Context: an optimization exercise on an open-source flow, tuned for small area and a short achievable clock period. The choices shown serve that exercise and are no tape-out recipe.
Only simulation tests tie the RTL to the original design; equivalence was not proved.

Setup of v6:
Design gx_cmac, start of the top module:
module gx_cmac (
    input  wire        clk,
    input  wire        rst,          
    input  wire        in_valid,
    input  wire        in_first,     
    input  wire        in_last,      
    input  wire        in_conj,      
    input  wire        in_sat,       
    input  wire [1:0]  in_mode,      
    input  wire [5:0]  in_shift,     
    input  wire [39:0] in_a,         
    input  wire [39:0] in_c,         
    output reg         out_valid,
    output reg  [19:0] out_re,
    output reg  [19:0] out_im,
    output reg         out_ov        
);
==> flow/config.mk <==
export PLATFORM = sky130hd
export DESIGN_NAME = gx_cmac
export DESIGN_NICKNAME = gx_cmac
export VERILOG_FILES = /design/flow/design.v
export SDC_FILE = /design/flow/constraint.sdc
export NUM_CORES = 4
export LEC_CHECK = 0
export CAP_MARGIN = 20
export CORE_MARGIN = 2
export CORE_UTILIZATION = 40
export CTS_BUF_LIST = sky130_fd_sc_hd__clkbuf_4 sky130_fd_sc_hd__clkbuf_8
export SLEW_MARGIN = 20
export SYNTH_HIERARCHICAL = 1
==> flow/constraint.sdc <==
create_clock -name core_clock -period 11.0 [get_ports {clk}]
set_input_delay 2.2000 -clock core_clock [delete_from_list [all_inputs] [get_ports {clk}]]
set_output_delay 2.2000 -clock core_clock [all_outputs]
set_load 0.01 [all_outputs]
standard.sh (not shown) runs the stock make flow with config.mk's settings and CLKGATE_MAP_FILE= SYNTH_SCRIPT=/design/flow/synth_recipe.tcl, a recipe that flattens the netlist after the stock synthesis.
==> flow/flow/run.sh <==
#!/bin/bash
# Layout: standard synthesis; every combinational cell set to drive strength 1; then the
# standard ORFS layout, with port buffers of buf_1 and timing repair aimed below the clock
# period (SETUP_SLACK_MARGIN, from flow/margin.txt).
set -euo pipefail
MARGIN=$(cat flow/margin.txt)
RES=orfs/results/$FLOW_PLATFORM/gx_cmac/base
bash standard.sh "$PWD/$RES/1_2_yosys.v" > synth.log 2>&1
python3 flow/downsize.py "$RES/1_2_yosys.v" "$FLOW_HOME/platforms/$FLOW_PLATFORM/lib/sky130_fd_sc_hd__tt_025C_1v80.lib" > downsize.log 2>&1
bash standard.sh SETUP_SLACK_MARGIN=$MARGIN "BUFFER_PORTS_ARGS=-buffer_cell sky130_fd_sc_hd__buf_1" finish > layout.log 2>&1
==> flow/flow/downsize.py <==
#!/usr/bin/env python3
"""Set every combinational cell of a synthesized netlist to its drive-strength-1 variant
(same function and pins); flip-flops are left as they are. Timing repair later sizes
cells up again where the layout needs it."""
import re, sys

net, lib = sys.argv[1], sys.argv[2]
names = set(re.findall(r'cell\s*\(\s*"?(sky130_fd_sc_hd__\w+)"?\s*\)', open(lib).read()))
keep = ('df', 'dl', 'sdf', 'edf', 'conb', 'clk', 'tap', 'fill', 'decap', 'diode')
src = open(net).read()
count = {}

def sub(m):
    cell = m.group(1)
    base, size = m.group(2), m.group(3)
    if size == '1' or base.startswith(keep):
        return m.group(0)
    small = f"sky130_fd_sc_hd__{base}_1"
    if small not in names:
        return m.group(0)
    count[cell] = count.get(cell, 0) + 1
    return m.group(0).replace(cell, small, 1)

out = re.sub(r'(?m)^(\s*)(?=sky130)', r'\1', src)
out = re.sub(r'(sky130_fd_sc_hd__([a-z0-9]+(?:_[a-z0-9]+)*?)_(\d+))(?=\s+\S+\s*\()', sub, src)
open(net, 'w').write(out)
for k, v in sorted(count.items()):
    print(f"{k}: {v}")
print("resized", sum(count.values()))
==> flow/flow/margin.txt <==
6.8
v6 | stages: all done | timing, DRC, antenna: all pass
Changes in v7 relative to v6:
Settings: a deleted CTS_BUF_LIST that had been sky130_fd_sc_hd__clkbuf_4 sky130_fd_sc_hd__clkbuf_8.
==> comparison <==
From v6 to v7 the numbers moved as follows: detailed route wirelength on metal2 decreased by about 0.5% relative to the old numbers; worst-case clock skew closely matched the old numbers; ratio of final minimum period to clock period decreased by 0.30 points relative to the old numbers.

========
Another version of the RTL of gx_cmac (not shown whole).
Size in the first run: ~5,600 cells after synthesis, ~140 I/O pins, ~58,000 um2 of cells after synthesis.
export LEC_CHECK = 0
export CAP_MARGIN = 20
export CORE_MARGIN = 2
export CORE_UTILIZATION = 40
export SLEW_MARGIN = 20
export SYNTH_HIERARCHICAL = 1
create_clock -name core_clock -period 11.0 [get_ports {clk}]
==> flow/flow/run.sh <==
#!/bin/bash
# Layout: standard synthesis; every combinational cell set to drive strength 1; then the
# standard ORFS layout with timing repair aimed below the clock period (SETUP_SLACK_MARGIN).
set -euo pipefail
MARGIN=$(cat flow/margin.txt)
RES=orfs/results/$FLOW_PLATFORM/gx_cmac/base
bash standard.sh "$PWD/$RES/1_2_yosys.v" > synth.log 2>&1
python3 flow/downsize.py "$RES/1_2_yosys.v" "$FLOW_HOME/platforms/$FLOW_PLATFORM/lib/sky130_fd_sc_hd__tt_025C_1v80.lib" > downsize.log 2>&1
bash standard.sh SETUP_SLACK_MARGIN=$MARGIN finish > layout.log 2>&1
==> flow/flow/margin.txt <==
6.5
Scripts as last shown in full above: flow/flow/downsize.py
Edit:
==> flow/run.sh (new file) <==
#!/bin/bash
# synth_recipe.tcl (not shown) runs the flow's synth.tcl, then flattens the netlist and writes it again
# the make line also repeats each setting of config.mk as NAME=value (left out here)
make -C /OpenROAD-flow-scripts/flow DESIGN_CONFIG=/design/flow/config.mk WORK_HOME=/design/flow/orfs CLKGATE_MAP_FILE= SYNTH_SCRIPT=/design/flow/synth_recipe.tcl finish
removed: flow/flow/run.sh
removed: flow/flow/downsize.py
removed: flow/flow/margin.txt
removed: flow/standard.sh
Result: Worst hold slack hardly moves; clock-buffer cell count climbs by 3; design area climbs by about 6%; die area climbs by 8.7%; final cell count climbs by 2.1%.

========
gx_cmac, a different RTL version from the one above (not shown whole).
Size in the first run: about 58,000 um^2 of cells after synthesis.
clock: 11.0 ns
lec_check: 0
cap_margin: 20
core_margin: 2
core_utilization: 40
slew_margin: 20
synth_hierarchical: 1
==> flow/flow/run.sh <==
#!/bin/bash
# Layout: standard synthesis; every combinational cell set to drive strength 1; then the
# standard ORFS layout with timing repair aimed below the clock period (SETUP_SLACK_MARGIN).
set -euo pipefail
MARGIN=$(cat flow/margin.txt)
RES=orfs/results/$FLOW_PLATFORM/gx_cmac/base
bash standard.sh "$PWD/$RES/1_2_yosys.v" > synth.log 2>&1
python3 flow/downsize.py "$RES/1_2_yosys.v" "$FLOW_HOME/platforms/$FLOW_PLATFORM/lib/sky130_fd_sc_hd__tt_025C_1v80.lib" > downsize.log 2>&1
bash standard.sh SETUP_SLACK_MARGIN=$MARGIN finish > layout.log 2>&1
==> flow/flow/downsize.py <==
#!/usr/bin/env python3
"""Set every combinational cell of a synthesized netlist to its drive-strength-1 variant
(same function and pins); flip-flops are left as they are. Timing repair later sizes
cells up again where the layout needs it."""
import re, sys

net, lib = sys.argv[1], sys.argv[2]
names = set(re.findall(r'cell\s*\(\s*"?(sky130_fd_sc_hd__\w+)"?\s*\)', open(lib).read()))
keep = ('df', 'dl', 'sdf', 'edf', 'conb', 'clk', 'tap', 'fill', 'decap', 'diode')
src = open(net).read()
count = {}

def sub(m):
    cell = m.group(1)
    base, size = m.group(2), m.group(3)
    if size == '1' or base.startswith(keep):
        return m.group(0)
    small = f"sky130_fd_sc_hd__{base}_1"
    if small not in names:
        return m.group(0)
    count[cell] = count.get(cell, 0) + 1
    return m.group(0).replace(cell, small, 1)

out = re.sub(r'(?m)^(\s*)(?=sky130)', r'\1', src)
out = re.sub(r'(sky130_fd_sc_hd__([a-z0-9]+(?:_[a-z0-9]+)*?)_(\d+))(?=\s+\S+\s*\()', sub, src)
open(net, 'w').write(out)
for k, v in sorted(count.items()):
    print(f"{k}: {v}")
print("resized", sum(count.values()))
==> flow/flow/margin.txt <==
6.5
The starting point went through all stages and came out clean.
Change:
==> flow/flow/run.sh (replaced) <==
#!/bin/bash
# Layout: standard synthesis; every combinational cell set to drive strength 1; then the
# standard ORFS layout, with port buffers of buf_1 and timing repair aimed below the clock
# period (SETUP_SLACK_MARGIN, from flow/margin.txt).
set -euo pipefail
MARGIN=$(cat flow/margin.txt)
RES=orfs/results/$FLOW_PLATFORM/gx_cmac/base
bash standard.sh "$PWD/$RES/1_2_yosys.v" > synth.log 2>&1
python3 flow/downsize.py "$RES/1_2_yosys.v" "$FLOW_HOME/platforms/$FLOW_PLATFORM/lib/sky130_fd_sc_hd__tt_025C_1v80.lib" > downsize.log 2>&1
bash standard.sh SETUP_SLACK_MARGIN=$MARGIN "BUFFER_PORTS_ARGS=-buffer_cell sky130_fd_sc_hd__buf_1" finish > layout.log 2>&1
==> flow/flow/margin.txt (replaced) <==
7.0
Settings changed: CORE_UTILIZATION 40 to 55.
What happened:
- This time the run ended with an error in global routing
- synthesized area stays the same
- synthesized cell count stays the same

what the ideal ports hide:
Ports are ideal in the flow. The routed layouts listed here were re-timed in OpenROAD.
Step 1, drivers: a clkbuf_16 drives clk and a buf_2 each remaining input, both assumed.
Step 2 moves the port delays by t, midway between the first and last clock arrival at a register: inputs arrive t later, outputs are due t later. That takes back most of the time a late clock gives input paths.
Three values: ideal, step 1, step 2; two values: the first two.
run | t (ns) | setup slack, ns | worst data-port slew with drivers (ns)
v6 | 0.927 | 6.747 / 6.747 / 6.747 | 0.11
v7 | 0.774 | 6.781 / 6.781 / 6.781 | 0.10
the first run of note 2 | 0.754 | 6.511 / 6.511 / 6.511 | 0.08
the second run of note 2 | 0.770 | 5.926 / 5.926 / 5.926 | 0.06
the first run of note 3 | 0.762 | 6.524 / 6.524 / 6.524 | 0.07
After both steps setup and hold are still met in every run listed.
